This is an optimization exercise on Yosys and OpenROAD, whose aim is small area, a short achievable clock period and few clock cycles per item, not a production implementation. Function was checked by simulation only, so behaviour that the tests miss may differ from the original. Power and IR drop assume default switching activity.

==> flow/config.mk <==
export PLATFORM = sky130hd
export DESIGN_NAME = frc_enc
export DESIGN_NICKNAME = frc_enc
export VERILOG_FILES = /design/flow/design.v
export SDC_FILE = /design/flow/constraint.sdc
export NUM_CORES = 4
export LEC_CHECK = 0
export CAP_MARGIN = 20
export CORE_MARGIN = 2
export CORE_UTILIZATION = 40
export PLACE_DENSITY = 0.6
export SLEW_MARGIN = 20
==> flow/constraint.sdc <==
create_clock -name core_clock -period 25.0 [get_ports {clk}]
set_input_delay 5.0000 -clock core_clock [delete_from_list [all_inputs] [get_ports {clk}]]
set_output_delay 5.0000 -clock core_clock [all_outputs]
set_load 0.01 [all_outputs]
==> flow/design.v <==
module frc_enc (
    input  wire        clk,
    input  wire        rst,
    input  wire [4:0]  cfg_depth,    
    input  wire [2:0]  cfg_ratio,    
    input  wire [1:0]  cfg_ph,       
    input  wire [1:0]  cfg_pv,       
    input  wire        in_valid,
    output wire        in_ready,
    input  wire [15:0] in_data,
    output wire        out_valid,
    input  wire        out_ready,
    output wire [31:0] out_data,
    output wire        out_last
);
    localparam M_LOAD = 2'd0;
    localparam M_EVAL = 2'd1;
    localparam M_EMIT = 2'd2;
    localparam M_SAFE = 2'd3;
    localparam P_IDLE  = 2'd0;
    localparam P_CODES = 2'd1;
    localparam P_PAD   = 2'd2;
    reg  [4:0]  depth;
    reg  [2:0]  ratio;
    reg  [1:0]  ph_lg, pv_lg;
    reg  [10:0] bt;
    always @(*) begin
        case ({depth, ratio})
            8'd64: bt = {6'd16, 5'd3};
            8'd65: bt = {6'd10, 5'd2};
            8'd66: bt = {6'd8, 5'd1};
            8'd67: bt = {6'd6, 5'd1};
            8'd68: bt = {6'd5, 5'd1};
            8'd69: bt = {6'd4, 5'd0};
            8'd70: bt = {6'd4, 5'd0};
            8'd71: bt = {6'd4, 5'd0};
            8'd72: bt = {6'd18, 5'd4};
            8'd73: bt = {6'd12, 5'd2};
            8'd74: bt = {6'd9, 5'd2};
            8'd75: bt = {6'd7, 5'd1};
            8'd76: bt = {6'd6, 5'd1};
            8'd77: bt = {6'd4, 5'd0};
            8'd78: bt = {6'd4, 5'd0};
            8'd79: bt = {6'd4, 5'd0};
            8'd80: bt = {6'd20, 5'd4};
            8'd81: bt = {6'd13, 5'd3};
            8'd82: bt = {6'd10, 5'd2};
            8'd83: bt = {6'd8, 5'd1};
            8'd84: bt = {6'd6, 5'd1};
            8'd85: bt = {6'd5, 5'd1};
            8'd86: bt = {6'd5, 5'd1};
            8'd87: bt = {6'd5, 5'd1};
            8'd88: bt = {6'd22, 5'd5};
            8'd89: bt = {6'd14, 5'd3};
            8'd90: bt = {6'd11, 5'd2};
            8'd91: bt = {6'd8, 5'd1};
            8'd92: bt = {6'd7, 5'd1};
            8'd93: bt = {6'd5, 5'd1};
            8'd94: bt = {6'd5, 5'd1};
            8'd95: bt = {6'd5, 5'd1};
            8'd96: bt = {6'd24, 5'd5};
            8'd97: bt = {6'd16, 5'd3};
            8'd98: bt = {6'd12, 5'd2};
            8'd99: bt = {6'd9, 5'd2};
            8'd100: bt = {6'd8, 5'd1};
            8'd101: bt = {6'd6, 5'd1};
            8'd102: bt = {6'd6, 5'd1};
            8'd103: bt = {6'd6, 5'd1};
            8'd104: bt = {6'd26, 5'd6};
            8'd105: bt = {6'd17, 5'd4};
            8'd106: bt = {6'd13, 5'd3};
            8'd107: bt = {6'd10, 5'd2};
            8'd108: bt = {6'd8, 5'd1};
            8'd109: bt = {6'd6, 5'd1};
            8'd110: bt = {6'd6, 5'd1};
            8'd111: bt = {6'd6, 5'd1};
            8'd112: bt = {6'd28, 5'd6};
            8'd113: bt = {6'd18, 5'd4};
            8'd114: bt = {6'd14, 5'd3};
            8'd115: bt = {6'd11, 5'd2};
            8'd116: bt = {6'd9, 5'd2};
            8'd117: bt = {6'd7, 5'd1};
            8'd118: bt = {6'd7, 5'd1};
            8'd119: bt = {6'd7, 5'd1};
            8'd120: bt = {6'd30, 5'd7};
            8'd121: bt = {6'd20, 5'd4};
            8'd122: bt = {6'd15, 5'd3};
            8'd123: bt = {6'd12, 5'd2};
            8'd124: bt = {6'd10, 5'd2};
            8'd125: bt = {6'd7, 5'd1};
            8'd126: bt = {6'd7, 5'd1};
            8'd127: bt = {6'd7, 5'd1};
            8'd128: bt = {6'd32, 5'd7};
            8'd129: bt = {6'd21, 5'd5};
            8'd130: bt = {6'd16, 5'd3};
            8'd131: bt = {6'd12, 5'd2};
            8'd132: bt = {6'd10, 5'd2};
            8'd133: bt = {6'd8, 5'd1};
            8'd134: bt = {6'd8, 5'd1};
            8'd135: bt = {6'd8, 5'd1};
            default: bt = {depth, ratio, 3'd0};    
        endcase
    end
    wire [5:0]  nwords   = bt[10:5];                   
    wire [4:0]  safe_t   = bt[4:0];
    wire [4:0]  safe_sh  = depth - safe_t;
    wire [3:0]  qmax     = (depth > 5'd16) ? 4'd15 : depth[3:0] - 4'd1;
    wire [15:0] dtop     = 16'hFFFF >> (5'd16 - depth);
    wire [15:0] dmid     = 16'd1 << (depth - 5'd1);
    wire [13:0] cnt0     = 14'd137 - {3'b0, nwords, 5'b0};
    reg  [4:0]  cph;
    reg         in_ready_r;
    reg         first;         
    reg         ld_busy;       
    reg  [6:0]  lpos;          
    reg         wr_v;
    reg  [1:0]  wr_row;
    reg  [15:0] wr_d;
    wire        acc_in   = in_valid & in_ready_r;
    wire        last_smp = (lpos == 7'd127);
    wire        blk_done;      
    wire        hdr_go;        
    assign in_ready = in_ready_r;
    reg  [511:0] ring0, ring1, ring2, ring3;
    wire [15:0]  wdat = wr_d & dtop;
    always @(posedge clk) begin
        ring0 <= {ring0[15:0], ring0[511:16]};
        ring1 <= {ring1[15:0], ring1[511:16]};
        ring2 <= {ring2[15:0], ring2[511:16]};
        ring3 <= {ring3[15:0], ring3[511:16]};
        if (wr_v) begin
            case (wr_row)
                2'd0: ring0[495:480] <= wdat;
                2'd1: ring1[495:480] <= wdat;
                2'd2: ring2[495:480] <= wdat;
                default: ring3[495:480] <= wdat;
            endcase
        end
    end
    wire [15:0] x0 = ring0[15:0];           
    wire [15:0] x1 = ring1[511:496];        
    wire [15:0] x2 = ring2[495:480];        
    wire [15:0] x3 = ring3[479:464];        
    wire [15:0] xs0 = ring0[495:480];       
    wire [15:0] xs1 = ring1[479:464];       
    wire [15:0] xs2 = ring2[463:448];       
    wire [15:0] xs3 = ring3[447:432];       
    reg  [3:0]  q_run;                       
    reg  [3:0]  qu1, qu2, qu3;
    reg  [3:0]  qm0, qm1, qm2, qm3;          
    always @(posedge clk) begin
        qu1 <= q_run; qu2 <= qu1; qu3 <= qu2;
        qm0 <= q_run; qm1 <= qu1; qm2 <= qu2; qm3 <= qu3;
    end
    reg  [159:0] hv0, hv1, hv2, hv3;
    wire [15:0]  rec0, rec1, rec2, rec3;
    always @(posedge clk) begin
        hv0 <= {hv0[143:0], rec0};
        hv1 <= {hv1[143:0], rec1};
        hv2 <= {hv2[143:0], rec2};
        hv3 <= {hv3[143:0], rec3};
    end
    function [15:0] hsel(input [159:0] hv, input [3:0] k);
        hsel = hv[k * 16 +: 16];
    endfunction
    reg  [1:0]  ph1, ph2, ph3, pv2, pv3;
    always @(posedge clk) begin
        ph1 <= ph_lg; ph2 <= ph1; ph3 <= ph2;
        pv2 <= pv_lg; pv3 <= pv2;
    end
    wire [3:0]  phm1_0 = (4'd1 << ph_lg) - 4'd1;    
    wire [3:0]  phm1_1 = (4'd1 << ph1) - 4'd1;
    wire [3:0]  phm1_2 = (4'd1 << ph2) - 4'd1;
    wire [3:0]  phm1_3 = (4'd1 << ph3) - 4'd1;
    wire [3:0]  phv_1  = (4'd1 << ph1);             
    wire [3:0]  phv_2  = (4'd1 << ph2);
    wire [3:0]  phv_3  = (4'd1 << ph3);
    wire        pv1_2  = (pv2 == 2'd0);             
    wire        pv1_3  = (pv3 == 2'd0);
    wire [15:0] a0 = hsel(hv0, phm1_0);
    wire [15:0] a1 = hsel(hv1, phm1_1);
    wire [15:0] a2 = hsel(hv2, phm1_2);
    wire [15:0] a3 = hsel(hv3, phm1_3);
    wire [15:0] b1 = hv0[15:0];
    wire [15:0] c1 = hsel(hv0, phv_1);
    wire [15:0] b2 = pv1_2 ? hv1[15:0] : hv0[31:16];
    wire [15:0] c2 = pv1_2 ? hsel(hv1, phv_2) : hsel(hv0, phv_2 + 4'd1);
    wire [15:0] b3 = pv1_3 ? hv2[15:0] : hv1[31:16];
    wire [15:0] c3 = pv1_3 ? hsel(hv2, phv_3) : hsel(hv1, phv_3 + 4'd1);
    wire [4:0]  col0 = cph;
    wire [4:0]  col1 = cph - 5'd1;
    wire [4:0]  col2 = cph - 5'd2;
    wire [4:0]  col3 = cph - 5'd3;
    wire        lf0 = (col0 >> ph_lg) == 5'd0;
    wire        lf1 = (col1 >> ph1) == 5'd0;
    wire        lf2 = (col2 >> ph2) == 5'd0;
    wire        lf3 = (col3 >> ph3) == 5'd0;
    wire        tp1 = (pv_lg != 2'd0);
    wire        tp2 = pv2[1];
    wire        tp3 = pv3[1];
    wire [18:0] dh0, dh1, dh2, dh3;
    wire        sh0, sh1, sh2, sh3;
    frc_unit u0 (.x(x0), .a(a0), .b(16'd0), .c(16'd0), .topr(1'b1), .left(lf0),
                 .q(q_run), .dtop(dtop), .dmid(dmid), .rec(rec0), .dh(dh0), .sel(sh0));
    frc_unit u1 (.x(x1), .a(a1), .b(b1), .c(c1), .topr(tp1), .left(lf1),
                 .q(qu1), .dtop(dtop), .dmid(dmid), .rec(rec1), .dh(dh1), .sel(sh1));
    frc_unit u2 (.x(x2), .a(a2), .b(b2), .c(c2), .topr(tp2), .left(lf2),
                 .q(qu2), .dtop(dtop), .dmid(dmid), .rec(rec2), .dh(dh2), .sel(sh2));
    frc_unit u3 (.x(x3), .a(a3), .b(b3), .c(c3), .topr(tp3), .left(lf3),
                 .q(qu3), .dtop(dtop), .dmid(dmid), .rec(rec3), .dh(dh3), .sel(sh3));
    reg  [18:0] dr0, dr1, dr2, dr3;
    reg         sr0, sr1, sr2, sr3;
    always @(posedge clk) begin
        dr0 <= dh0; dr1 <= dh1; dr2 <= dh2; dr3 <= dh3;
        sr0 <= sh0; sr1 <= sh1; sr2 <= sh2; sr3 <= sh3;
    end
    wire [16:0] mw0, mw1, mw2, mw3;
    frc_mcalc mc0 (.dh(dr0), .sel(sr0), .q(qm0), .m(mw0));
    frc_mcalc mc1 (.dh(dr1), .sel(sr1), .q(qm1), .m(mw1));
    frc_mcalc mc2 (.dh(dr2), .sel(sr2), .q(qm2), .m(mw2));
    frc_mcalc mc3 (.dh(dr3), .sel(sr3), .q(qm3), .m(mw3));
    reg  [16:0] mr0, mr1, mr2, mr3;
    reg  [16:0] md0a, md0b, md0c, md1a, md1b, md2a;
    always @(posedge clk) begin
        mr0 <= mw0; mr1 <= mw1; mr2 <= mw2; mr3 <= mw3;
        md0a <= mr0; md0b <= md0a; md0c <= md0b;
        md1a <= mr1; md1b <= md1a;
        md2a <= mr2;
    end
    function [5:0] fcode(input [16:0] m, input [2:0] t);
        reg [16:0] u;
        begin
            u = m >> t;
            if (u < 17'd24) fcode = {1'b0, u[4:0]};
            else            fcode = 6'd40 - {3'b0, t};
        end
    endfunction
    reg  [13:0] acc [0:7];
    integer t;
    wire        rstart = (cph == 5'd5);
    always @(posedge clk) begin
        for (t = 0; t < 8; t = t + 1) begin
            acc[t] <= (rstart ? cnt0 + {t[6:0], 7'd0} : acc[t])
                    + {8'd0, fcode(md0c, t[2:0])} + {8'd0, fcode(md1b, t[2:0])}
                    + {8'd0, fcode(md2a, t[2:0])} + {8'd0, fcode(mr3, t[2:0])};
        end
    end
    function [17:0] pbest(input [17:0] l, input [17:0] r);    
        begin
            if (l[17] && (!r[17] || $signed(l[13:0]) <= $signed(r[13:0]))) pbest = l;
            else pbest = r;
        end
    endfunction
    wire [17:0] pl0 = {acc[0][13], 3'd0, acc[0]};
    wire [17:0] pl1 = {acc[1][13], 3'd1, acc[1]};
    wire [17:0] pl2 = {acc[2][13], 3'd2, acc[2]};
    wire [17:0] pl3 = {acc[3][13], 3'd3, acc[3]};
    wire [17:0] pl4 = {acc[4][13], 3'd4, acc[4]};
    wire [17:0] pl5 = {acc[5][13], 3'd5, acc[5]};
    wire [17:0] pl6 = {acc[6][13], 3'd6, acc[6]};
    wire [17:0] pl7 = {acc[7][13], 3'd7, acc[7]};
    reg  [17:0] pbh0, pbh1;
    wire [17:0] pbst = pbest(pbh0, pbh1);
    reg         pk_found;
    reg  [2:0]  pk_t;
    always @(posedge clk) begin
        if (rstart) begin
            pbh0 <= pbest(pbest(pl0, pl1), pbest(pl2, pl3));
            pbh1 <= pbest(pbest(pl4, pl5), pbest(pl6, pl7));
        end
        if (cph == 5'd6) begin
            pk_found <= pbst[17];
            pk_t     <= pbst[16:14];
        end
    end
    reg  [1:0]  mode;
    reg         cur_pass, pk_pass;
    reg  [3:0]  cur_q, pk_q;
    reg  [3:0]  qs;
    reg  [2:0]  ts;
    reg         hdr_pend;
    wire        rend = (cph == 5'd31);
    wire [6:0]  lpos_nx = lpos + {6'd0, acc_in};
    wire        load_end = acc_in & last_smp;
    always @(posedge clk) begin
        if (rst) begin
            mode     <= M_LOAD;
            cur_pass <= 1'b0;
            pk_pass  <= 1'b0;
            hdr_pend <= 1'b0;
            q_run    <= 4'd0;
        end else begin
            if (blk_done) begin
                mode <= M_LOAD;
            end else if (rend) begin
                case (mode)
                    M_LOAD: begin
                        if (load_end) begin
                            mode     <= M_EVAL;
                            pk_pass  <= cur_pass;
                            pk_q     <= 4'd0;
                            cur_pass <= 1'b1;
                            cur_q    <= cur_pass ? 4'd1 : 4'd0;
                            q_run    <= cur_pass ? 4'd1 : 4'd0;
                        end else begin
                            pk_pass  <= 1'b0;
                            cur_pass <= ld_busy && (lpos_nx == 7'd96);
                            cur_q    <= 4'd0;
                            q_run    <= 4'd0;
                        end
                    end
                    M_EVAL: begin
                        if (pk_pass && pk_found) begin
                            mode     <= M_EMIT;
                            qs       <= pk_q;
                            ts       <= pk_t;
                            q_run    <= pk_q;
                            hdr_pend <= 1'b1;
                            cur_pass <= 1'b0;
                            pk_pass  <= 1'b0;
                        end else if (pk_pass && pk_q == qmax) begin
                            mode     <= M_SAFE;
                            hdr_pend <= 1'b1;
                            cur_pass <= 1'b0;
                            pk_pass  <= 1'b0;
                        end else begin
                            pk_pass  <= cur_pass;
                            pk_q     <= cur_q;
                            cur_pass <= cur_pass && (cur_q != qmax);
                            cur_q    <= cur_q + 4'd1;
                            q_run    <= cur_q + 4'd1;
                        end
                    end
                    default: ;
                endcase
            end
            if (hdr_go) hdr_pend <= 1'b0;
        end
    end
    always @(posedge clk) begin
        if (rst) begin
            first      <= 1'b1;
            ld_busy    <= 1'b0;
            in_ready_r <= 1'b1;
            lpos       <= 7'd0;
            wr_v       <= 1'b0;
            cph        <= 5'd0;
        end else begin
            wr_v   <= acc_in;
            wr_row <= lpos[6:5];
            wr_d   <= in_data;
            if (first && acc_in) cph <= 5'd1;
            else                 cph <= cph + 5'd1;
            if (acc_in) begin
                lpos <= lpos + 7'd1;
                if (first) begin
                    first   <= 1'b0;
                    ld_busy <= 1'b1;
                    depth   <= cfg_depth;
                    ratio   <= cfg_ratio;
                    ph_lg   <= cfg_ph;
                    pv_lg   <= cfg_pv;
                end
                if (last_smp) ld_busy <= 1'b0;
            end
            if (blk_done) first <= 1'b1;
            if (acc_in)
                in_ready_r <= !last_smp;
            else if (first || blk_done)
                in_ready_r <= 1'b1;
            else if (ld_busy)
                in_ready_r <= (cph + 5'd1 == lpos[4:0]);
            else
                in_ready_r <= 1'b0;
        end
    end
    reg  [79:0] pacc;
    reg  [6:0]  fill;
    reg  [5:0]  wcnt;
    reg  [5:0]  pnw;
    reg  [1:0]  pst;
    reg  [7:0]  epos;           
    reg  [6:0]  cpos;           
    reg         creg_v, creg_end;
    reg  [40:0] creg_val;
    reg  [5:0]  creg_len;
    reg  [1:0]  fcnt;           
    reg  [32:0] f0, f1;
    wire        push_ok  = (fcnt != 2'd2);
    wire        word_rdy = (fill >= 7'd32) || (pst == P_PAD && wcnt != pnw);
    wire        push     = word_rdy && push_ok;
    wire [6:0]  fill_rm  = push ? ((fill >= 7'd32) ? fill - 7'd32 : 7'd0) : fill;
    wire [79:0] pacc_rm  = push ? {pacc[47:0], 32'd0} : pacc;
    wire        w_last   = (wcnt == pnw - 6'd1);
    wire [1:0]  erow = epos[6:5];
    wire [4:0]  ecol = epos[4:0];
    wire [4:0]  ocol = cph - 5'd2 - {3'd0, erow};
    reg  [16:0] em;
    reg  [15:0] ex;
    always @(*) begin
        case (erow)
            2'd0: begin em = mr0; ex = xs0; end
            2'd1: begin em = mr1; ex = xs1; end
            2'd2: begin em = mr2; ex = xs2; end
            default: begin em = mr3; ex = xs3; end
        endcase
    end
    wire        take   = creg_v && (fill_rm <= 7'd39);
    wire        rfail  = creg_v && !take;
    assign      hdr_go = hdr_pend && (pst == P_IDLE);
    wire        offer  = (pst == P_CODES) && !epos[7] && (ocol == ecol) &&
                         (mode == M_EMIT || mode == M_SAFE);
    assign      blk_done = take && creg_end;
    reg  [40:0] code_val;
    reg  [5:0]  code_len;
    wire [16:0] u_e   = em >> ts;
    wire [16:0] tmask = (17'd1 << ts) - 17'd1;
    always @(*) begin
        if (hdr_go) begin
            if (mode == M_SAFE) begin
                code_val = 41'd1;
                code_len = 6'd2;
            end else begin
                code_val = {31'd0, 2'b00, qs, 1'b0, ts};
                code_len = 6'd10;
            end
        end else if (mode == M_SAFE) begin
            code_val = {25'd0, ex >> safe_sh};
            code_len = {1'b0, safe_t};
        end else if (u_e < 17'd24) begin
            code_val = ((41'd1 << u_e[4:0]) - 41'd1) << ({1'b0, ts} + 4'd1) | {24'd0, em & tmask};
            code_len = u_e[5:0] + 6'd1 + {3'b0, ts};
        end else begin
            code_val = {24'hFFFFFF, em};
            code_len = 6'd41;
        end
    end
    always @(posedge clk) begin
        if (rst) begin
            creg_v <= 1'b0;
            pst    <= P_IDLE;
            epos   <= 8'd0;
        end else begin
            if (hdr_go) begin
                creg_v   <= 1'b1;
                creg_end <= 1'b0;
                pst      <= P_CODES;
                pnw      <= nwords;
                epos     <= 8'd0;
            end else if (rfail) begin
                creg_v <= 1'b0;
                epos   <= {1'b0, cpos};
            end else if (offer) begin
                creg_v   <= 1'b1;
                creg_end <= (epos == 8'd127);
                cpos     <= epos[6:0];
                epos     <= epos + 8'd1;
            end else begin
                creg_v <= 1'b0;
            end
            if (hdr_go || (!rfail && offer)) begin
                creg_val <= code_val;
                creg_len <= code_len;
            end
            if (blk_done) pst <= P_PAD;
            if (push && w_last) pst <= P_IDLE;
        end
    end
    wire [6:0]  ins_sh = 7'd80 - fill_rm - {1'b0, creg_len};
    wire [79:0] ins    = {39'd0, creg_val} << ins_sh;
    always @(posedge clk) begin
        if (rst) begin
            pacc <= 80'd0;
            fill <= 7'd0;
            wcnt <= 6'd0;
        end else begin
            pacc <= take ? (pacc_rm | ins) : pacc_rm;
            fill <= take ? fill_rm + {1'b0, creg_len} : fill_rm;
            if (push) wcnt <= wcnt + 6'd1;
            if (push && w_last) begin
                wcnt <= 6'd0;
                fill <= 7'd0;
                pacc <= 80'd0;
            end
        end
    end
    wire        pop = (fcnt != 2'd0) && out_ready;
    wire [32:0] pword = {w_last, pacc[79:48]};
    always @(posedge clk) begin
        if (rst) begin
            fcnt <= 2'd0;
        end else begin
            case ({push, pop})
                2'b10: begin
                    if (fcnt == 2'd0) f0 <= pword; else f1 <= pword;
                    fcnt <= fcnt + 2'd1;
                end
                2'b01: begin
                    f0   <= f1;
                    fcnt <= fcnt - 2'd1;
                end
                2'b11: begin
                    if (fcnt == 2'd1) f0 <= pword;
                    else begin f0 <= f1; f1 <= pword; end
                end
                default: ;
            endcase
        end
    end
    assign out_valid = (fcnt != 2'd0);
    assign out_data  = f0[31:0];
    assign out_last  = f0[32];
endmodule
module frc_gp16 (
    input  wire [15:0] g,
    input  wire [15:0] p,
    output wire        go,
    output wire        po
);
    reg [15:0] gg, pp;
    integer i, w;
    always @(*) begin
        gg = g;
        pp = p;
        for (w = 1; w < 16; w = w * 2)
            for (i = 0; i < 16; i = i + 2 * w) begin
                gg[i + 2 * w - 1] = gg[i + 2 * w - 1] | (pp[i + 2 * w - 1] & gg[i + w - 1]);
                pp[i + 2 * w - 1] = pp[i + 2 * w - 1] & pp[i + w - 1];
            end
    end
    assign go = gg[15];
    assign po = pp[15];
endmodule
module frc_ge16 (
    input  wire [15:0] a,
    input  wire [15:0] b,
    output wire        ge
);
    wire g, p;
    frc_gp16 t (.g(a & ~b), .p(a | ~b), .go(g), .po(p));
    assign ge = g | p;
endmodule
module frc_unit (
    input  wire [15:0] x,
    input  wire [15:0] a,
    input  wire [15:0] b,
    input  wire [15:0] c,
    input  wire        topr,
    input  wire        left,
    input  wire [3:0]  q,
    input  wire [15:0] dtop,
    input  wire [15:0] dmid,
    output wire [15:0] rec,
    output wire [18:0] dh,
    output wire        sel
);
    wire        ge_ab, ge_ca, ge_cb, ge_ac, ge_bc;
    frc_ge16 k0 (.a(a), .b(b), .ge(ge_ab));
    frc_ge16 k1 (.a(c), .b(a), .ge(ge_ca));
    frc_ge16 k2 (.a(c), .b(b), .ge(ge_cb));
    frc_ge16 k3 (.a(a), .b(c), .ge(ge_ac));
    frc_ge16 k4 (.a(b), .b(c), .ge(ge_bc));
    wire        c_ge  = ge_ca & ge_cb;      
    wire        c_le  = ge_ac & ge_bc;      
    wire [15:0] abc   = a + b - c;
    wire        med   = !topr && !left;
    wire        s_mid = topr && left;
    wire        s_a   = (topr && !left) || (med && ((c_ge && !ge_ab) || (!c_ge && c_le && ge_ab)));
    wire        s_b   = (!topr && left) || (med && ((c_ge && ge_ab) || (!c_ge && c_le && !ge_ab)));
    wire        s_abc = med && !c_ge && !c_le;
    wire [15:0] p = ({16{s_mid}} & dmid) | ({16{s_a}} & a) | ({16{s_b}} & b) | ({16{s_abc}} & abc);
    wire [15:0] lm   = ~(16'hFFFF << q);              
    wire [15:0] h    = lm ^ {1'b0, lm[15:1]};         
    wire [16:0] y    = {1'b0, x} + {1'b0, h};
    wire [16:0] yy   = y & ~{1'b0, lm};
    wire [16:0] yy1  = yy + {1'b1, ~lm};               
    wire        ovy  = yy > {1'b0, dtop};
    wire        zy   = (yy == 17'd0);
    wire        pos;                                  
    frc_ge16 kx (.a(x), .b(p), .ge(pos));
    wire        gq, pq;
    wire [15:0] sa = y[15:0] | ~lm;
    wire [15:0] sb = ~p & lm;
    frc_gp16 ks (.g(sa & sb), .p(sa | sb), .go(gq), .po(pq));
    assign sel = (q == 4'd0) || gq || (pq && pos);
    wire [15:0] pl    = p & lm;
    wire [15:0] rec_a = ovy ? dtop : (yy[15:0] | pl);
    wire [15:0] rec_b = zy ? 16'd0 : (yy1[15:0] | pl);
    assign rec = sel ? rec_a : rec_b;
    assign dh  = {2'b0, yy} - {3'b0, p & ~lm};
endmodule
module frc_mcalc (
    input  wire [18:0] dh,
    input  wire        sel,
    input  wire [3:0]  q,
    output wire [16:0] m
);
    wire signed [18:0] kq = $signed(dh) >>> q;
    wire signed [18:0] k  = kq - {18'd0, !sel};
    wire        [18:0] k2 = {k[17:0], 1'b0};
    assign m = k[18] ? ~k2[16:0] : k2[16:0];
endmodule
==> flow/run.sh <==
#!/bin/bash
# synth_recipe.tcl (not shown) runs the flow's synth.tcl, then flattens the netlist and writes it again
# the make line also repeats each setting of config.mk as NAME=value (left out here)
make -C /OpenROAD-flow-scripts/flow DESIGN_CONFIG=/design/flow/config.mk WORK_HOME=/design/flow/orfs CLKGATE_MAP_FILE= SYNTH_SCRIPT=/design/flow/synth_recipe.tcl finish
==> qor.yml, run 1 <==
cts:
  numCtsBuffers: 324
  cts_tree: "built"
  clkSinkCount: 3363
  post_cts.repair.setup_buffers: 0
  cts.htree.levels: 5
  clkTransAtPathRegs_ns: 0.06
  cts_hold_buffers: 0
  post_cts_resize_count: 0
  max-clock-path-buffers: 4
  clock_latency_ns: 0.92
  cts-root-buf: "sky130_fd_sc_hd__clkbuf_16"
pwr:
  p_leak_nw: 59.0
  power_density_nw_per_um2: 96.2
  ir_drop_v: 0.0000779
cells_and_area:
  n_fill_cell: 29900
  final_nets: 12900
  commonest_cells_after_routing_fill_and_taps_aside: "sky130_fd_sc_hd__dfxtp_1, sky130_fd_sc_hd__nand2_1, sky130_fd_sc_hd__nor2_1"
  post_route_cells_drive_above_1_share: 0.0965
  layout.cells.most_common: "sky130_fd_sc_hd__dfxtp_1"
  syn2layout_area_growth_pct: 12.7
global_route:
  via_count_of_the_first_global_routing_pass: 83500
  grt_pass1_wl_um: 548000
  grt_overflow: 0
  antenna_found_initial: 27
  maximum_number_of_pins_on_one_net_before_global_route_repair: 95
  groute.usage.overall: 0.223
synth:
  synth-warning-count: 3
  syn-cell-area_sq_um: 129000
  postSynthRegisterBits: 3363
  net_count_of_the_mapped_netlist: 12800
  synth_top_flop_cell: "sky130_fd_sc_hd__dfxtp_1"
  number_of_enable_type_register_cells_in_the_synthesized_netlist: 208
  yosysUniqueCellTypes: 132
  synth_sequential_area_ratio: 0.537
  synthArstFlopShare: 0
  post_synth_inst_count: 11900
  postSynthAreaPerCell_sq_um: 10.8
place:
  routabilityCongestion: 1.00
  numPortBuffers: 66
  place_hpwl_um: 283000
critical_path:
  reg2reg_to: "dr2[15]"
  crit_arrival_ns: 9.84
  timing.reg2reg.setup_slack_ns: 15.86
  path_max_fanout: 50
  critical_register_to_register_path_startpoint: "ph2[0]"
  crit_path_end_kind: "flop"
  cp-start-kind: "flop"
  cell_at_the_slowest_stage_of_the_critical_path: "sky130_fd_sc_hd__buf_4"
  slowest_delay_ns: 0.77
  cp_data_required_time_ns: 25.70
  crit_start: "ph2[0]"
  worstRegToRegCells: 34
  cpMostUsedCell: "sky130_fd_sc_hd__o21ai_0"
  setup.worst_path.class: "reg2reg"
  crit_path_end: "dr2[15]"
sta:
  hold_ws_ns: 0.276
  rsz0062_at_grt: "no"
  final.setup.tns_ns: 0
  timing.final.setup_violations: 0
  finalClockSkew_ns: 0.116
  clock.fmax_mhz: 109
  timing.slew.headroom: 0.196
  finalHoldViolations: 0
  slew_at_the_pin_with_the_worst_max_slew_slack_ns: 1.19
  post-route-min-period_ns: 9.14
  total_count_of_max_transition_violations_in_the_final_report: 0
  post-route-period-util: 0.365
drt:
  post-route-drc-count: 0
  drtAntennaViolNets: 0
  totalWireLength_um: 374000
  dr_total_vias: 87700
  vias_per_cell: 5.28
  drtPass1Iterations: 8
  wl_per_cell_um: 22.5
  starting_drc_count_in_detailed_routing: 7697
run_status:
  run_status: "finished clean"
die:
  die_h_um: 572
  pin_count: 67
  die_area_sq_um: 327000
  effective_utilization_at_floorplan: 0.402
  core-area_sq_um: 321000
  die-width_um: 572
  rows: 208
job:
  drv_cap: 0
min_path:
  min-delay-path-class: "reg2reg"
## cell families (layout without fill, tap and decap cells)
kind of cell | after synthesis | count (layout) | synth area share
xor gates and xnor gates | 465 | 465 | 0.0315
buffers and inverters | 1185 | 1544 | 0.0366
DFF | 3363 | 3363 | 0.537
adders and majority gates | 843 | 843 | 0.0923
other | 0 | 11 | 0
AOI/OAI and AO/OA | 2459 | 2459 | 0.125
and+or+nand+nor | 2951 | 2951 | 0.106
muxes | 660 | 660 | 0.0710
## worst min-delay path by stage
stage / start / end / slack (ns) / cells after the start
2_1_floorplan: hv0[96] / hv0[112] / 0.31 / 0
4_1_cts: ring0[451] / ring0[435] / 0.27 / 0
6_report: ring2[118] / ring2[102] / 0.28 / 0
5_1_grt: ring2[118] / ring2[102] / 0.28 / 0
3_5_place_dp: ring0[31] / ring0[15] / 0.31 / 0
3_3_place_gp: ring1[14] / ring1[510] / 0.31 / 0
## cells in the mapped netlist, drive strengths merged (81+ instances only)
library cell,count,share of area
a211oi,96,0.0059
a21o,134,0.0078
a21oi,592,0.023
a22o,81,0.0055
a31oi,134,0.0066
and2,120,0.0058
buf,118,0.0056
clkbuf,332,0.0097
dfxtp,3155,0.49
edfxtp,208,0.048
fa,192,0.030
ha,619,0.060
inv,725,0.021
mux2,98,0.0085
mux2i,369,0.029
mux4,193,0.034
nand2,1142,0.033
nand2b,133,0.0064
nand3,148,0.0057
nor2,738,0.022
nor2b,106,0.0052
nor3,154,0.0060
o211ai,103,0.0062
o21ai,628,0.025
xnor2,318,0.022
xor2,147,0.010
## stage by stage
step	worst slack, ns	total power [W]	area [sq um]	instances	util
2_1_floorplan	16.48	0.00824	129000	11900	-
3_3_place_gp	16.03	0.00915	135000	16000	0.419
3_5_place_dp	16.03	0.00917	135000	16000	0.419
4_1_cts	15.95	0.0141	145000	16600	0.453
5_1_grt	15.18	0.0147	145000	16600	0.453
6_report	15.86	0.0140	145000	16600	0.453
## routing by layer
metal  wire [um]  share of wire  GRT usage
met1      168000           0.45      0.307
met2      164000           0.44      0.346
met3       26300          0.070     0.0427
met4       15600          0.042     0.0864
met5          59        0.00016          0
## worst max-delay path, delay by kind of cell (launching register included)
kind | cells | cell delay, ns
flip-flops | 1 | 0.67
multiplexers | 2 | 1.18
AO/OA/AOI/OAI | 17 | 3.84
XOR/XNOR | 1 | 0.15
adder cells (fa/ha/maj) | 2 | 0.57
AND/OR/NAND/NOR | 9 | 1.46
buffers and inverters | 3 | 1.08
## layout make-up
type | count | area, sq um | area share
sequential | 3363 | 69400 | 0.477
multi-input combinational | 7378 | 55200 | 0.379
clock buffer | 453 | 9290 | 0.0639
tap | 4305 | 5390 | 0.0370
inverter | 735 | 2760 | 0.0190
timing repair buffer | 230 | 1890 | 0.0130
clock inverter | 126 | 1510 | 0.0104
antenna | 11 | 27.5 | 0.000189
## power breakdown
part | internal [W] | switching (W)
Clock | 0.00281 | 0.00208
Combinational | 0.00121 | 0.00176
Sequential | 0.00582 | 0.000318
Total | 0.00984 | 0.00416
## registers in the layout, indices dropped and copies added, names as in the netlist, 18 cells and up
signal    flops
acc         112
creg_val     41
dr0          18
dr1          18
dr2          18
dr3          18
f0           33
f1           33
hv0         160
hv1         160
hv2         144
hv3         128
pacc         80
ring0       512
ring1       512
ring2       512
ring3       512
Testbench counts, summed over its fixed seeds: cycles 156,949, blocks 320.
==> inputs of run 2 (changes only) <==
--- a/flow/design.v
+++ b/flow/design.v
@@ -163,62 +163,71 @@
     function [15:0] hsel(input [159:0] hv, input [3:0] k);
         hsel = hv[k * 16 +: 16];
     endfunction
-    reg  [1:0]  ph1, ph2, ph3, pv2, pv3;
+    wire [3:0]  ph_oh = 4'd1 << ph_lg;
+    reg  [3:0]  as0, as1, as2, as3;         
+    reg  [3:0]  cs1;                        
+    reg  [7:0]  cs2, cs3;                   
+    reg         bs2, bs3;                   
+    reg  [1:0]  pha0, pha1, pha2, pha3;
+    reg  [1:0]  pv2, pv3;
+    reg  [4:0]  dep1, dep2, dep3;
     always @(posedge clk) begin
-        ph1 <= ph_lg; ph2 <= ph1; ph3 <= ph2;
+        as0 <= ph_oh; as1 <= as0; as2 <= as1; as3 <= as2;
+        cs1 <= ph_oh;
+        cs2 <= (pv_lg == 2'd0) ? {4'd0, ph_oh} : {ph_oh, 4'd0};
+        cs3 <= cs2;
+        bs2 <= (pv_lg == 2'd0); bs3 <= bs2;
+        pha0 <= ph_lg; pha1 <= pha0; pha2 <= pha1; pha3 <= pha2;
         pv2 <= pv_lg; pv3 <= pv2;
+        dep1 <= depth; dep2 <= dep1; dep3 <= dep2;
     end
-    wire [3:0]  phm1_0 = (4'd1 << ph_lg) - 4'd1;    
-    wire [3:0]  phm1_1 = (4'd1 << ph1) - 4'd1;
-    wire [3:0]  phm1_2 = (4'd1 << ph2) - 4'd1;
-    wire [3:0]  phm1_3 = (4'd1 << ph3) - 4'd1;
-    wire [3:0]  phv_1  = (4'd1 << ph1);             
-    wire [3:0]  phv_2  = (4'd1 << ph2);
-    wire [3:0]  phv_3  = (4'd1 << ph3);
-    wire        pv1_2  = (pv2 == 2'd0);             
-    wire        pv1_3  = (pv3 == 2'd0);
-    wire [15:0] a0 = hsel(hv0, phm1_0);
-    wire [15:0] a1 = hsel(hv1, phm1_1);
-    wire [15:0] a2 = hsel(hv2, phm1_2);
-    wire [15:0] a3 = hsel(hv3, phm1_3);
+    function [15:0] hpick4(input [159:0] hv, input [3:0] s, input [3:0] base);
+        hpick4 = ({16{s[0]}} & hv[(base + 0) * 16 +: 16]) | ({16{s[1]}} & hv[(base + 1) * 16 +: 16])
+               | ({16{s[2]}} & hv[(base + 3) * 16 +: 16]) | ({16{s[3]}} & hv[(base + 7) * 16 +: 16]);
+    endfunction
+    wire [15:0] a0 = hpick4(hv0, as0, 4'd0);
+    wire [15:0] a1 = hpick4(hv1, as1, 4'd0);
+    wire [15:0] a2 = hpick4(hv2, as2, 4'd0);
+    wire [15:0] a3 = hpick4(hv3, as3, 4'd0);
     wire [15:0] b1 = hv0[15:0];
-    wire [15:0] c1 = hsel(hv0, phv_1);
-    wire [15:0] b2 = pv1_2 ? hv1[15:0] : hv0[31:16];
-    wire [15:0] c2 = pv1_2 ? hsel(hv1, phv_2) : hsel(hv0, phv_2 + 4'd1);
-    wire [15:0] b3 = pv1_3 ? hv2[15:0] : hv1[31:16];
-    wire [15:0] c3 = pv1_3 ? hsel(hv2, phv_3) : hsel(hv1, phv_3 + 4'd1);
+    wire [15:0] c1 = hpick4(hv0, cs1, 4'd1);
+    wire [15:0] b2 = bs2 ? hv1[15:0] : hv0[31:16];
+    wire [15:0] c2 = hpick4(hv1, cs2[3:0], 4'd1) | hpick4(hv0, cs2[7:4], 4'd2);
+    wire [15:0] b3 = bs3 ? hv2[15:0] : hv1[31:16];
+    wire [15:0] c3 = hpick4(hv2, cs3[3:0], 4'd1) | hpick4(hv1, cs3[7:4], 4'd2);
     wire [4:0]  col0 = cph;
     wire [4:0]  col1 = cph - 5'd1;
     wire [4:0]  col2 = cph - 5'd2;
     wire [4:0]  col3 = cph - 5'd3;
-    wire        lf0 = (col0 >> ph_lg) == 5'd0;
-    wire        lf1 = (col1 >> ph1) == 5'd0;
-    wire        lf2 = (col2 >> ph2) == 5'd0;
-    wire        lf3 = (col3 >> ph3) == 5'd0;
+    wire        lf0 = (col0 >> pha0) == 5'd0;
+    wire        lf1 = (col1 >> pha1) == 5'd0;
+    wire        lf2 = (col2 >> pha2) == 5'd0;
+    wire        lf3 = (col3 >> pha3) == 5'd0;
     wire        tp1 = (pv_lg != 2'd0);
     wire        tp2 = pv2[1];
     wire        tp3 = pv3[1];
-    wire [18:0] dh0, dh1, dh2, dh3;
-    wire        sh0, sh1, sh2, sh3;
+    wire [15:0] p0, p1, p2, p3;
+    wire        ov0, ov1, ov2, ov3, un0, un1, un2, un3;
     frc_unit u0 (.x(x0), .a(a0), .b(16'd0), .c(16'd0), .topr(1'b1), .left(lf0),
-                 .q(q_run), .dtop(dtop), .dmid(dmid), .rec(rec0), .dh(dh0), .sel(sh0));
+                 .q(q_run), .dep(depth), .rec(rec0), .p(p0), .ov(ov0), .un(un0));
     frc_unit u1 (.x(x1), .a(a1), .b(b1), .c(c1), .topr(tp1), .left(lf1),
-                 .q(qu1), .dtop(dtop), .dmid(dmid), .rec(rec1), .dh(dh1), .sel(sh1));
+                 .q(qu1), .dep(dep1), .rec(rec1), .p(p1), .ov(ov1), .un(un1));
     frc_unit u2 (.x(x2), .a(a2), .b(b2), .c(c2), .topr(tp2), .left(lf2),
-                 .q(qu2), .dtop(dtop), .dmid(dmid), .rec(rec2), .dh(dh2), .sel(sh2));
+                 .q(qu2), .dep(dep2), .rec(rec2), .p(p2), .ov(ov2), .un(un2));
     frc_unit u3 (.x(x3), .a(a3), .b(b3), .c(c3), .topr(tp3), .left(lf3),
-                 .q(qu3), .dtop(dtop), .dmid(dmid), .rec(rec3), .dh(dh3), .sel(sh3));
-    reg  [18:0] dr0, dr1, dr2, dr3;
-    reg         sr0, sr1, sr2, sr3;
+                 .q(qu3), .dep(dep3), .rec(rec3), .p(p3), .ov(ov3), .un(un3));
+    reg  [15:0] pr0, pr1, pr2, pr3;
+    reg         or0, or1, or2, or3, ur0, ur1, ur2, ur3;
     always @(posedge clk) begin
-        dr0 <= dh0; dr1 <= dh1; dr2 <= dh2; dr3 <= dh3;
-        sr0 <= sh0; sr1 <= sh1; sr2 <= sh2; sr3 <= sh3;
+        pr0 <= p0; pr1 <= p1; pr2 <= p2; pr3 <= p3;
+        or0 <= ov0; or1 <= ov1; or2 <= ov2; or3 <= ov3;
+        ur0 <= un0; ur1 <= un1; ur2 <= un2; ur3 <= un3;
     end
     wire [16:0] mw0, mw1, mw2, mw3;
-    frc_mcalc mc0 (.dh(dr0), .sel(sr0), .q(qm0), .m(mw0));
-    frc_mcalc mc1 (.dh(dr1), .sel(sr1), .q(qm1), .m(mw1));
-    frc_mcalc mc2 (.dh(dr2), .sel(sr2), .q(qm2), .m(mw2));
-    frc_mcalc mc3 (.dh(dr3), .sel(sr3), .q(qm3), .m(mw3));
+    frc_mcalc mc0 (.rec(hv0[15:0]), .p(pr0), .ov(or0), .un(ur0), .q(qm0), .dep(depth), .m(mw0));
+    frc_mcalc mc1 (.rec(hv1[15:0]), .p(pr1), .ov(or1), .un(ur1), .q(qm1), .dep(dep1), .m(mw1));
+    frc_mcalc mc2 (.rec(hv2[15:0]), .p(pr2), .ov(or2), .un(ur2), .q(qm2), .dep(dep2), .m(mw2));
+    frc_mcalc mc3 (.rec(hv3[15:0]), .p(pr3), .ov(or3), .un(ur3), .q(qm3), .dep(dep3), .m(mw3));
     reg  [16:0] mr0, mr1, mr2, mr3;
     reg  [16:0] md0a, md0b, md0c, md1a, md1b, md2a;
     always @(posedge clk) begin
@@ -484,12 +493,15 @@
             end
         end
     end
-    wire        pop = (fcnt != 2'd0) && out_ready;
+    wire        pop = ov_r && out_ready;
     wire [32:0] pword = {w_last, pacc[79:48]};
+    reg         ov_r;
     always @(posedge clk) begin
         if (rst) begin
             fcnt <= 2'd0;
+            ov_r <= 1'b0;
         end else begin
+            ov_r <= (fcnt + {1'b0, push} - {1'b0, pop}) != 2'd0;
             case ({push, pop})
                 2'b10: begin
                     if (fcnt == 2'd0) f0 <= pword; else f1 <= pword;
@@ -507,7 +519,7 @@
             endcase
         end
     end
-    assign out_valid = (fcnt != 2'd0);
+    assign out_valid = ov_r;
     assign out_data  = f0[31:0];
     assign out_last  = f0[32];
 endmodule
@@ -548,12 +560,14 @@
     input  wire        topr,
     input  wire        left,
     input  wire [3:0]  q,
-    input  wire [15:0] dtop,
-    input  wire [15:0] dmid,
+    input  wire [4:0]  dep,
     output wire [15:0] rec,
-    output wire [18:0] dh,
-    output wire        sel
+    output wire [15:0] p,
+    output wire        ov,
+    output wire        un
 );
+    wire [15:0] dtop = 16'hFFFF >> (5'd16 - dep);
+    wire [15:0] dmid = 16'd1 << (dep - 5'd1);
     wire        ge_ab, ge_ca, ge_cb, ge_ac, ge_bc;
     frc_ge16 k0 (.a(a), .b(b), .ge(ge_ab));
     frc_ge16 k1 (.a(c), .b(a), .ge(ge_ca));
@@ -568,7 +582,7 @@
     wire        s_a   = (topr && !left) || (med && ((c_ge && !ge_ab) || (!c_ge && c_le && ge_ab)));
     wire        s_b   = (!topr && left) || (med && ((c_ge && ge_ab) || (!c_ge && c_le && !ge_ab)));
     wire        s_abc = med && !c_ge && !c_le;
-    wire [15:0] p = ({16{s_mid}} & dmid) | ({16{s_a}} & a) | ({16{s_b}} & b) | ({16{s_abc}} & abc);
+    assign p = ({16{s_mid}} & dmid) | ({16{s_a}} & a) | ({16{s_b}} & b) | ({16{s_abc}} & abc);
     wire [15:0] lm   = ~(16'hFFFF << q);              
     wire [15:0] h    = lm ^ {1'b0, lm[15:1]};         
     wire [16:0] y    = {1'b0, x} + {1'b0, h};
@@ -576,27 +590,44 @@
     wire [16:0] yy1  = yy + {1'b1, ~lm};               
     wire        ovy  = yy > {1'b0, dtop};
     wire        zy   = (yy == 17'd0);
-    wire        pos;                                  
-    frc_ge16 kx (.a(x), .b(p), .ge(pos));
-    wire        gq, pq;
-    wire [15:0] sa = y[15:0] | ~lm;
-    wire [15:0] sb = ~p & lm;
-    frc_gp16 ks (.g(sa & sb), .p(sa | sb), .go(gq), .po(pq));
-    assign sel = (q == 4'd0) || gq || (pq && pos);
+    wire [15:0] sa   = y[15:0] | ~lm;
+    wire        qz   = (q == 4'd0);
+    wire        pos_a, pos_b, pos_c, pos_m;            
+    frc_ge16 xa (.a(x), .b(a), .ge(pos_a));
+    frc_ge16 xb (.a(x), .b(b), .ge(pos_b));
+    frc_ge16 xc (.a(x), .b(abc), .ge(pos_c));
+    frc_ge16 xm (.a(x), .b(dmid), .ge(pos_m));
+    wire        ga, pa, gb, pb, gc, pc;
+    frc_gp16 ya (.g(sa & ~a & lm), .p(sa | (~a & lm)), .go(ga), .po(pa));
+    frc_gp16 yb (.g(sa & ~b & lm), .p(sa | (~b & lm)), .go(gb), .po(pb));
+    frc_gp16 yc (.g(sa & ~abc & lm), .p(sa | (~abc & lm)), .go(gc), .po(pc));
+    wire        sel_a = qz || ga || (pa && pos_a);
+    wire        sel_b = qz || gb || (pb && pos_b);
+    wire        sel_c = qz || gc || (pc && pos_c);
+    wire        sel_m = qz || (y[15:0] & lm) != 16'd0 || pos_m;    
+    wire        sel   = (s_a && sel_a) || (s_b && sel_b) || (s_abc && sel_c) || (s_mid && sel_m);
     wire [15:0] pl    = p & lm;
     wire [15:0] rec_a = ovy ? dtop : (yy[15:0] | pl);
     wire [15:0] rec_b = zy ? 16'd0 : (yy1[15:0] | pl);
     assign rec = sel ? rec_a : rec_b;
-    assign dh  = {2'b0, yy} - {3'b0, p & ~lm};
+    assign ov  = sel && ovy;
+    assign un  = !sel && zy;
 endmodule
 module frc_mcalc (
-    input  wire [18:0] dh,
-    input  wire        sel,
+    input  wire [15:0] rec,
+    input  wire [15:0] p,
+    input  wire        ov,
+    input  wire        un,
     input  wire [3:0]  q,
+    input  wire [4:0]  dep,
     output wire [16:0] m
 );
-    wire signed [18:0] kq = $signed(dh) >>> q;
-    wire signed [18:0] k  = kq - {18'd0, !sel};
-    wire        [18:0] k2 = {k[17:0], 1'b0};
-    assign m = k[18] ? ~k2[16:0] : k2[16:0];
+    wire [15:0] lm  = ~(16'hFFFF << q);
+    wire [15:0] pl  = p & lm;
+    wire [17:0] ru  = ov ? {1'b0, (17'd1 << dep) | {1'b0, pl}} :
+                      un ? {2'b11, ~lm | pl} : {2'b00, rec};
+    wire [17:0] d   = ru - {2'b00, p};
+    wire [17:0] k   = $signed(d) >>> q;
+    wire [17:0] k2  = {k[16:0], 1'b0};
+    assign m = k[17] ? ~k2[16:0] : k2[16:0];
 endmodule
==> qor.yml, run 2 <==
place:
  routabilityCongestion: 0.998  # -0.35%
  place_hpwl_um: 328000  # +16%
  numPortBuffers: 66  # unchanged
die:
  pin_count: 67  # unchanged
  die_area_sq_um: 343000  # +4.9%
  core-area_sq_um: 337000  # +4.9%
  rows: 213  # +2.4%
  effective_utilization_at_floorplan: 0.402  # about the same
  die_h_um: 586  # +2.4%
  die-width_um: 586  # +2.4%
cells_and_area:
  layout.cells.most_common: "sky130_fd_sc_hd__dfxtp_1"
  syn2layout_area_growth_pct: 13.1
  final_nets: 14200  # +11%
  n_fill_cell: 31800  # +6.4%
  commonest_cells_after_routing_fill_and_taps_aside: "sky130_fd_sc_hd__dfxtp_1, sky130_fd_sc_hd__nand2_1, sky130_fd_sc_hd__nor2_1"
  post_route_cells_drive_above_1_share: 0.0836  # -0.0130
  final_util: 0.455  # +0.00190
critical_path:
  path_max_fanout: 34  # -32%
  cell_at_the_slowest_stage_of_the_critical_path: "sky130_fd_sc_hd__dfxtp_1"
  timing.critical_path.depth: 20  # -41%
  crit_arrival_ns: 8.43  # -1.41 ns
  cp-start-kind: "flop"
  crit_start: "bs2"
  timing.critical_path.max_delay_family: "compound AO/OA/AOI/OAI gates"
  crit_path_end_kind: "flop"
  worstPathBufferInverterCount: 2  # -1
  cp_data_required_time_ns: 25.87  # +0.17 ns
  slowest_delay_ns: 0.97  # +0.20 ns
  setup.worst_path.class: "reg2reg"
  cpMostUsedCell: "sky130_fd_sc_hd__fa_1"
  timing.reg2reg.setup_slack_ns: 17.44  # +1.57 ns
  worstRegToRegCells: 20  # -41%
  cp_cell_sequence: "mux2i_1 -> inv_1 -> fa_1 -> fa_1 -> a211o_1 -> a2111oi_0 -> o31ai_1 -> o41ai_1 -> o21bai_1 -> a21oi_1 -> xnor2_1 -> nor2b_1 -> maj3_1 -> nand2_1 -> a21boi_0 -> o31a_1 -> nor4_4 -> buf_4 -> mux2_2 -> o221ai_1"
  critical_register_to_register_path_startpoint: "bs2"
  reg2reg_to: "hv2[15]"
sta:
  timing.slew.headroom: 0.190  # -0.00568
  total_count_of_max_transition_violations_in_the_final_report: 0  # unchanged
  rsz0062_at_grt: "no"
  clock.fmax_mhz: 132  # +21%
  finalClockSkew_ns: 0.0863  # -0.0294 ns
  finalHoldViolations: 0  # unchanged
  slew_at_the_pin_with_the_worst_max_slew_slack_ns: 1.21  # +0.0167 ns
  timing.final.setup_violations: 0  # unchanged
  final.setup.tns_ns: 0  # unchanged
  post-route-min-period_ns: 7.56  # -1.57 ns
  post-route-period-util: 0.303  # -0.0629
synth:
  synth_sequential_area_ratio: 0.519  # -0.0185
  netlist_top_cells_area: "sky130_fd_sc_hd__dfxtp_1, sky130_fd_sc_hd__ha_1, sky130_fd_sc_hd__edfxtp_1"
  number_of_enable_type_register_cells_in_the_synthesized_netlist: 208  # unchanged
  postSynthAreaPerCell_sq_um: 10.2  # -5.9%
  synth-warning-count: 3  # unchanged
  portion_of_synthesized_cell_area_occupied_by_the_leading_cell_type: 0.473  # -0.0162
  synthMostInstantiatedCell: "sky130_fd_sc_hd__dfxtp_1"
  yosysUniqueCellTypes: 118  # -11%
  postSynthRegisterBits: 3409  # +1.4%
  synthArstFlopShare: 0  # unchanged
  net_count_of_the_mapped_netlist: 14200  # +11%
  post_synth_inst_count: 13300  # +11%
  synth.top_cells.by_count: "sky130_fd_sc_hd__dfxtp_1, sky130_fd_sc_hd__nand2_1, sky130_fd_sc_hd__nor2_1"
  synth_top_flop_cell: "sky130_fd_sc_hd__dfxtp_1"
  yosys.area.top_type: "sky130_fd_sc_hd__dfxtp_1"
  syn-cell-area_sq_um: 135000  # +4.9%
global_route:
  grt_overflow: 0  # unchanged
  antenna_found_initial: 34  # +26%
  grt_pass1_wl_um: 624000  # +14%
  maximum_number_of_pins_on_one_net_before_global_route_repair: 96  # +1.1%
  groute.usage.overall: 0.243  # +0.0198
  via_count_of_the_first_global_routing_pass: 94500  # +13%
pwr:
  ir_drop_v: 0.0000825  # +5.9%
  p_leak_nw: 61.7  # +4.7%
  total_power_w: 0.0173  # +24%
  power_density_nw_per_um2: 113  # +17%
cts:
  cts_tree: "built"
  clkTransAtPathRegs_ns: 0.07  # about the same
  post_cts.repair.setup_buffers: 0  # unchanged
  cts.htree.levels: 5  # unchanged
  numCtsBuffers: 334  # +3.1%
  cts_hold_buffers: 0  # unchanged
  max-clock-path-buffers: 4  # unchanged
  clock_latency_ns: 0.96  # +0.04 ns
  post_cts_resize_count: 0  # unchanged
  clkSinkCount: 3409  # +1.4%
  cts-root-buf: "sky130_fd_sc_hd__clkbuf_16"
drt:
  totalWireLength_um: 430000  # +15%
  drtAntennaViolNets: 0  # unchanged
  starting_drc_count_in_detailed_routing: 10800  # +41%
  wl_per_cell_um: 23.7  # +5.1%
  post-route-drc-count: 0  # unchanged
  drtPass1Iterations: 7  # -1
  vias_per_cell: 5.53  # +4.7%
  dr_total_vias: 101000  # +15%
run_status:
  run_status: "finished clean"
min_path:
  min_delay_path_depth: 0  # unchanged
  min-delay-path-class: "reg2reg"
  hold_path_end: "ring1[409]"
  timing.hold.worst.start: "ring1[425]"
job:
  drv_cap: 0  # unchanged
run 2: layout make-up:
type                    instances  area, sq um  area share
clock inverters               136         1830      0.0120
well taps                    4515         5650      0.0369
clock buffers                 478         9760      0.0637
inverters                     868         3260      0.0213
multi-input cells            8444        59900       0.391
diodes                         19         47.5    0.000310
flip-flops and latches       3409        70300       0.459
repair buffers                304         2430      0.0159
run 2: power breakdown:
| part | switching, W | internal [W] | total (W) |
|---|---|---|---|
| sequential | 0.000450 | 0.00602 | 0.00647 |
| clock | 0.00216 | 0.00304 | 0.00520 |
| combinational | 0.00344 | 0.00219 | 0.00563 |
| total | 0.00605 | 0.0113 | 0.0173 |
run 2: worst max-delay path by stage:
stage | endpoint | slack [ns]
floorplan | f1[0] | 16.49
global placement | hv2[15] | 17.48
detailed placement | hv2[15] | 17.52
CTS | hv2[15] | 17.50
global route | hv2[15] | 16.89
finish | hv2[15] | 17.44
run 2: worst register-to-register path, cell delays in order (launching register included):
cell and delay [ns]:
sky130_fd_sc_hd__dfxtp_1 0.97, sky130_fd_sc_hd__mux2i_1 0.61, sky130_fd_sc_hd__inv_1 0.20, sky130_fd_sc_hd__fa_1 0.57, sky130_fd_sc_hd__fa_1 0.51, sky130_fd_sc_hd__a211o_1 0.33, sky130_fd_sc_hd__a2111oi_0 0.64, sky130_fd_sc_hd__o31ai_1 0.24
sky130_fd_sc_hd__o41ai_1 0.63, sky130_fd_sc_hd__o21bai_1 0.12, sky130_fd_sc_hd__a21oi_1 0.20, sky130_fd_sc_hd__xnor2_1 0.27, sky130_fd_sc_hd__nor2b_1 0.10, sky130_fd_sc_hd__maj3_1 0.36, sky130_fd_sc_hd__nand2_1 0.07, sky130_fd_sc_hd__a21boi_0 0.07
sky130_fd_sc_hd__o31a_1 0.33, sky130_fd_sc_hd__nor4_4 0.32, sky130_fd_sc_hd__buf_4 0.38, sky130_fd_sc_hd__mux2_2 0.39, sky130_fd_sc_hd__o221ai_1 0.16
run 2: through the flow:
step | cell area, sq um | hold slack, ns | setup slack [ns] | std cells
after floorplan | 136000 | 0.310 | 16.49 | 13300
after global placement | 142000 | 0.310 | 17.48 | 17500
after detailed placement | 142000 | 0.312 | 17.52 | 17500
after CTS | 153000 | 0.281 | 17.50 | 18200
after global routing | 153000 | 0.300 | 16.89 | 18200
final | 153000 | 0.282 | 17.44 | 18200
run 2: routing by layer:
metal / up-vias / wire length [um] / GRT usage
li1: 47100 / - / -
met3: 1001 / 35100 / 0.0423
met2: 4452 / 181000 / 0.365
met4: 10 / 28000 / 0.138
met1: 48000 / 185000 / 0.329
met5: - / 65 / 0
run 2: logic make-up (layout without fill, tap and decap cells):
group | Yosys count | after routing | share of synthesized area
and+or+nand+nor | 3370 | 3370 | 0.115
DFF | 3409 | 3409 | 0.519
adders and majority gates | 935 | 935 | 0.0954
AOI/OAI and AO/OA | 3262 | 3262 | 0.162
buffers and inverters | 1444 | 1786 | 0.0406
muxes | 456 | 456 | 0.0412
other | 0 | 19 | 0
xor gates and xnor gates | 421 | 421 | 0.0273
Testbench counts of run 2, summed over its fixed seeds: cycles 156,949, blocks 320.
==> inputs of run 3 (changes only) <==
--- a/flow/design.v
+++ b/flow/design.v
@@ -244,32 +244,42 @@
             else            fcode = 6'd40 - {3'b0, t};
         end
     endfunction
-    reg  [13:0] acc [0:7];
+    reg  [10:0] acc [0:7];
+    reg  [7:0]  nf;
+    reg  [7:0]  fs [0:7];           
+    reg  [13:0] cnt0_r;
     integer t;
-    wire        rstart = (cph == 5'd5);
+    wire        rstart = (cph == 5'd6);
+    reg  [13:0] nsum;
     always @(posedge clk) begin
+        cnt0_r <= cnt0;
         for (t = 0; t < 8; t = t + 1) begin
-            acc[t] <= (rstart ? cnt0 + {t[6:0], 7'd0} : acc[t])
-                    + {8'd0, fcode(md0c, t[2:0])} + {8'd0, fcode(md1b, t[2:0])}
-                    + {8'd0, fcode(md2a, t[2:0])} + {8'd0, fcode(mr3, t[2:0])};
+            fs[t] <= {2'd0, fcode(md0c, t[2:0])} + {2'd0, fcode(md1b, t[2:0])}
+                   + {2'd0, fcode(md2a, t[2:0])} + {2'd0, fcode(mr3, t[2:0])};
+            if (rstart)
+                nsum = cnt0_r + {t[6:0], 7'd0} + {6'd0, fs[t]};
+            else
+                nsum = {{3{acc[t][10]}}, acc[t]} + {6'd0, fs[t]};
+            acc[t] <= nsum[10:0];
+            nf[t]  <= (rstart ? 1'b0 : nf[t]) || !nsum[13];
         end
     end
-    function [17:0] pbest(input [17:0] l, input [17:0] r);    
+    function [14:0] pbest(input [14:0] l, input [14:0] r);    
         begin
-            if (l[17] && (!r[17] || $signed(l[13:0]) <= $signed(r[13:0]))) pbest = l;
+            if (l[14] && (!r[14] || $signed(l[10:0]) <= $signed(r[10:0]))) pbest = l;
             else pbest = r;
         end
     endfunction
-    wire [17:0] pl0 = {acc[0][13], 3'd0, acc[0]};
-    wire [17:0] pl1 = {acc[1][13], 3'd1, acc[1]};
-    wire [17:0] pl2 = {acc[2][13], 3'd2, acc[2]};
-    wire [17:0] pl3 = {acc[3][13], 3'd3, acc[3]};
-    wire [17:0] pl4 = {acc[4][13], 3'd4, acc[4]};
-    wire [17:0] pl5 = {acc[5][13], 3'd5, acc[5]};
-    wire [17:0] pl6 = {acc[6][13], 3'd6, acc[6]};
-    wire [17:0] pl7 = {acc[7][13], 3'd7, acc[7]};
-    reg  [17:0] pbh0, pbh1;
-    wire [17:0] pbst = pbest(pbh0, pbh1);
+    wire [14:0] pl0 = {!nf[0], 3'd0, acc[0]};
+    wire [14:0] pl1 = {!nf[1], 3'd1, acc[1]};
+    wire [14:0] pl2 = {!nf[2], 3'd2, acc[2]};
+    wire [14:0] pl3 = {!nf[3], 3'd3, acc[3]};
+    wire [14:0] pl4 = {!nf[4], 3'd4, acc[4]};
+    wire [14:0] pl5 = {!nf[5], 3'd5, acc[5]};
+    wire [14:0] pl6 = {!nf[6], 3'd6, acc[6]};
+    wire [14:0] pl7 = {!nf[7], 3'd7, acc[7]};
+    reg  [14:0] pbh0, pbh1;
+    wire [14:0] pbst = pbest(pbh0, pbh1);
     reg         pk_found;
     reg  [2:0]  pk_t;
     always @(posedge clk) begin
@@ -277,9 +287,9 @@
             pbh0 <= pbest(pbest(pl0, pl1), pbest(pl2, pl3));
             pbh1 <= pbest(pbest(pl4, pl5), pbest(pl6, pl7));
         end
-        if (cph == 5'd6) begin
-            pk_found <= pbst[17];
-            pk_t     <= pbst[16:14];
+        if (cph == 5'd7) begin
+            pk_found <= pbst[14];
+            pk_t     <= pbst[13:11];
         end
     end
     reg  [1:0]  mode;
==> qor.yml, run 3 <==
critical_path:
  timing.critical_path.max_delay_family: "buffers and inverters"
  cp_cell_sequence: "clkdlybuf4s50_1"
  worstPathBufferInverterCount: 1  # -1
  crit_arrival_ns: 2.07  # -6.36 ns
  setup.worst_path.class: "reg2out"
  timing.critical_path.depth: 1  # -95%
  path_max_fanout: 2  # -94%
  slowest_delay_ns: 0.63  # -0.34 ns
  worstRegToRegCells: 21  # +5.0%
  cell_at_the_slowest_stage_of_the_critical_path: "sky130_fd_sc_hd__clkdlybuf4s50_1"
  cp-start-kind: "flop"
  crit_path_end_kind: "primary output"
  crit_start: "in_ready_r"
  timing.reg2reg.setup_slack_ns: 18.21  # +0.77 ns
  critical_register_to_register_path_startpoint: "qu1[1]"
  cp_data_required_time_ns: 20.00  # -5.87 ns
sta:
  post-route-min-period_ns: 7.07  # -0.493 ns
  clock.fmax_mhz: 141  # +7.0%
  total_count_of_max_transition_violations_in_the_final_report: 0  # unchanged
  rsz0062_at_grt: "no"
  hold_ws_ns: 0.283  # +0.00172 ns
  final.setup.tns_ns: 0  # unchanged
  timing.slew.headroom: 0.184  # -0.00636
  finalWorstSetupSlack_ns: 17.93  # +0.493 ns
  finalClockSkew_ns: 0.122  # +0.0355 ns
  post-route-period-util: 0.283  # -0.0197
  timing.final.setup_violations: 0  # unchanged
  slew_at_the_pin_with_the_worst_max_slew_slack_ns: 1.22  # +0.00951 ns
  finalHoldViolations: 0  # unchanged
drt:
  post-route-drc-count: 0  # unchanged
  starting_drc_count_in_detailed_routing: 10300  # -4.6%
  wl_per_cell_um: 23.4  # -1.1%
  totalWireLength_um: 435000  # +1.2%
  drtPass1Iterations: 8  # +1
  dr_total_vias: 103000  # +2.8%
  drtAntennaViolNets: 0  # unchanged
  vias_per_cell: 5.56  # +0.46%
pwr:
  ir_drop_v: 0.0000720  # -13%
  power.net_switching_w: 0.00581  # -3.9%
  switching_share: 0.345  # -0.00456
  clock_power_share: 0.308  # +0.007
  power_report.internal_total_w: 0.0110  # -1.9%
  seq_power_share: 0.386  # +0.012
  p_leak_nw: 63.2  # +2.4%
  p_comb_frac: 0.306  # -0.019
  power_density_nw_per_um2: 108  # -4.8%
  total_power_w: 0.0169  # -2.6%
die:
  core-area_sq_um: 346000  # +2.7%
  rows: 216  # +1.4%
  pin_count: 67  # unchanged
  die_area_sq_um: 352000  # +2.6%
  die-width_um: 594  # +1.3%
  die_h_um: 594  # +1.3%
  effective_utilization_at_floorplan: 0.402  # about the same
synth:
  synthArstFlopShare: 0  # unchanged
  netlist_top_cells_area: "sky130_fd_sc_hd__dfxtp_1, sky130_fd_sc_hd__ha_1, sky130_fd_sc_hd__edfxtp_1"
  yosysUniqueCellTypes: 128  # +8.5%
  postSynthRegisterBits: 3460  # +1.5%
  post_synth_mux_area_share: 0.0449  # +0.00362
  net_count_of_the_mapped_netlist: 14500  # +2.6%
  synth-xor-area-share: 0.0285  # +0.00121
  post_synth_inst_count: 13700  # +2.7%
  number_of_enable_type_register_cells_in_the_synthesized_netlist: 204  # -1.9%
  syn-cell-area_sq_um: 139000  # +2.6%
  synth.top_cells.by_count: "sky130_fd_sc_hd__dfxtp_1, sky130_fd_sc_hd__nand2_1, sky130_fd_sc_hd__nor2_1"
  synth-warning-count: 4  # +1
  synth_top_flop_cell: "sky130_fd_sc_hd__dfxtp_1"
  main_combinational_cell_family_by_area_after_synthesis: "compound AO/OA/AOI/OAI gates"
  adder_cell_share_of_the_synthesized_area: 0.0921  # -0.00329
  synth_sequential_area_ratio: 0.513  # -0.00607
  postSynthAreaPerCell_sq_um: 10.2  # about the same
  synth-compound-area-share: 0.166  # +0.00377
  simple_logic_cell_fraction_of_the_synthesized_area: 0.116  # +0.00134
  yosys.area.top_type: "sky130_fd_sc_hd__dfxtp_1"
  portion_of_synthesized_cell_area_occupied_by_the_leading_cell_type: 0.469  # -0.00404
  synthMostInstantiatedCell: "sky130_fd_sc_hd__dfxtp_1"
cts:
  clkTransAtPathRegs_ns: 0.06  # about the same
  cts_tree: "built"
  max-clock-path-buffers: 4  # unchanged
  clock_latency_ns: 0.98  # +0.02 ns
  cts_hold_buffers: 0  # unchanged
  post_cts_resize_count: 0  # unchanged
  cts.htree.levels: 5  # unchanged
  post_cts.repair.setup_buffers: 0  # unchanged
  cts-root-buf: "sky130_fd_sc_hd__clkbuf_16"
  numCtsBuffers: 336  # +0.60%
  clkSinkCount: 3460  # +1.5%
cells_and_area:
  final_nets: 14600  # +2.7%
  syn2layout_area_growth_pct: 12.7
  layout.cells.most_common: "sky130_fd_sc_hd__dfxtp_1"
  post_route_cells_drive_above_1_share: 0.0848  # +0.00119
  instances_no_fill: 18600  # +2.3%
  commonest_cells_after_routing_fill_and_taps_aside: "sky130_fd_sc_hd__dfxtp_1, sky130_fd_sc_hd__nand2_1, sky130_fd_sc_hd__nor2_1"
global_route:
  maximum_number_of_pins_on_one_net_before_global_route_repair: 90  # -6.3%
  grt_overflow: 0  # unchanged
  antenna_found_initial: 13  # -62%
  grt_pass1_wl_um: 638000  # +2.1%
  via_count_of_the_first_global_routing_pass: 97600  # +3.3%
  groute.usage.overall: 0.238  # -0.00514
place:
  pre_cts_ws_ns: 17.62  # +0.0920 ns
  routabilityCongestion: 1.02  # +2.7%
  post-place-cells: 18000  # +2.4%
  place_hpwl_um: 331000  # +1.1%
  numPortBuffers: 66  # unchanged
job:
  drv_cap: 0  # unchanged
min_path:
  min-delay-path-class: "reg2reg"
  min_delay_path_depth: 0  # unchanged
  timing.hold.worst.start: "ring1[138]"
run_status:
  run_status: "finished clean"
==> run 3: cell count changes in the layout (fill, tap and decap cells not counted), sizes merged, moves of 21 or more <==
cell,change
mux2i,+39
o21a,+21
a21o,+23
a21oi,+61
o21bai,+23
dfxtp,+55
ha,+46
nand2,-77
xnor2,+58
nor2,+23
fa,-32
xor2,-30
==> run 3: layout make-up <==
cell class              count  area (sq um)
clock buffers             474          9700
well taps                4578          5730
clock inverters           139          1860
multi-input cells        8762         62300
diodes                     13          32.5
repair buffers            319          2560
flip-flops and latches   3460         71300
inverters                 848          3180
fillers                 32600        189000
==> run 3: layer usage <==
metal	share of wire	GRT usage	vias up
li1	-	-	48600
met1	0.43	0.321	49300
met2	0.42	0.358	4467
met3	0.086	0.0476	983
met4	0.061	0.125	4
met5	0.000074	0	-
==> run 3: power groups by stage <==
stage / Combinational [W] / Sequential (W) / Clock, W
global placement: 0.00496 / 0.00661 / 0
detailed placement: 0.00499 / 0.00661 / 0
floorplan: 0.00375 / 0.00634 / 0
global route: 0.00560 / 0.00653 / 0.00553
finish: 0.00515 / 0.00650 / 0.00519
CTS: 0.00503 / 0.00649 / 0.00531
==> run 3: final timing paths <==
kind / end
max: in_ready
max reg2reg: hv1[9]
min reg2reg: ring1[122]
min: ring1[122]
==> run 3: cells by family (layout without fill, tap and decap cells) <==
logic type | count (synthesis) | count (layout)
compound gates | 3432 | 3432
xor+xnor | 449 | 449
fa+ha+maj | 943 | 943
buf+inv | 1432 | 1780
flops | 3460 | 3460
mux | 504 | 504
other cells | 0 | 13
simple gates | 3434 | 3434
==> run 3: metrics by stage <==
step / utilization / cell area (sq um)
floorplan: - / 139000
global placement: 0.419 / 145000
detailed placement: 0.419 / 145000
CTS: 0.453 / 157000
global route: 0.453 / 157000
finish: 0.453 / 157000
Testbench counts of run 3, summed over its fixed seeds: cycles 156,949, blocks 320.

port drivers added, routing unchanged:
The flow's constraints put no driver on any port. The routed layouts listed below were extracted and timed again, unchanged, in two steps.
Step 1 sets driving cells, clkbuf_16 on the clock port and buf_2 on the other inputs (assumed; they add their load-dependent delay and slew).
Step 2 times the ports against the registers' clock, not the clock port: input delays grow and output delays shrink by t, the midpoint of the rising clock arrivals with the driver on.
a / b / c = ideal ports / drivers / drivers and shift; a / b = the first two.
run | t (ns) | setup WS [ns] | worst setup path at the end | latest minus earliest clock arrival (ns) | cell pins on the clock port's net
run 1 | 0.961 | 15.865 / 15.865 / 15.865 | register to register | 0.123 / 0.123 | 1
run 2 | 1.028 | 17.437 / 17.437 / 17.437 | register to register | 0.092 / 0.092 | 1
run 3 | 1.038 | 17.930 / 17.822 / 17.556 | input to register | 0.144 / 0.144 | 1
After both steps setup and hold are still met in every run listed. The setup slack of run 3, which loses most, moves by -0.108 ns with the drivers and by -0.374 ns with both steps.
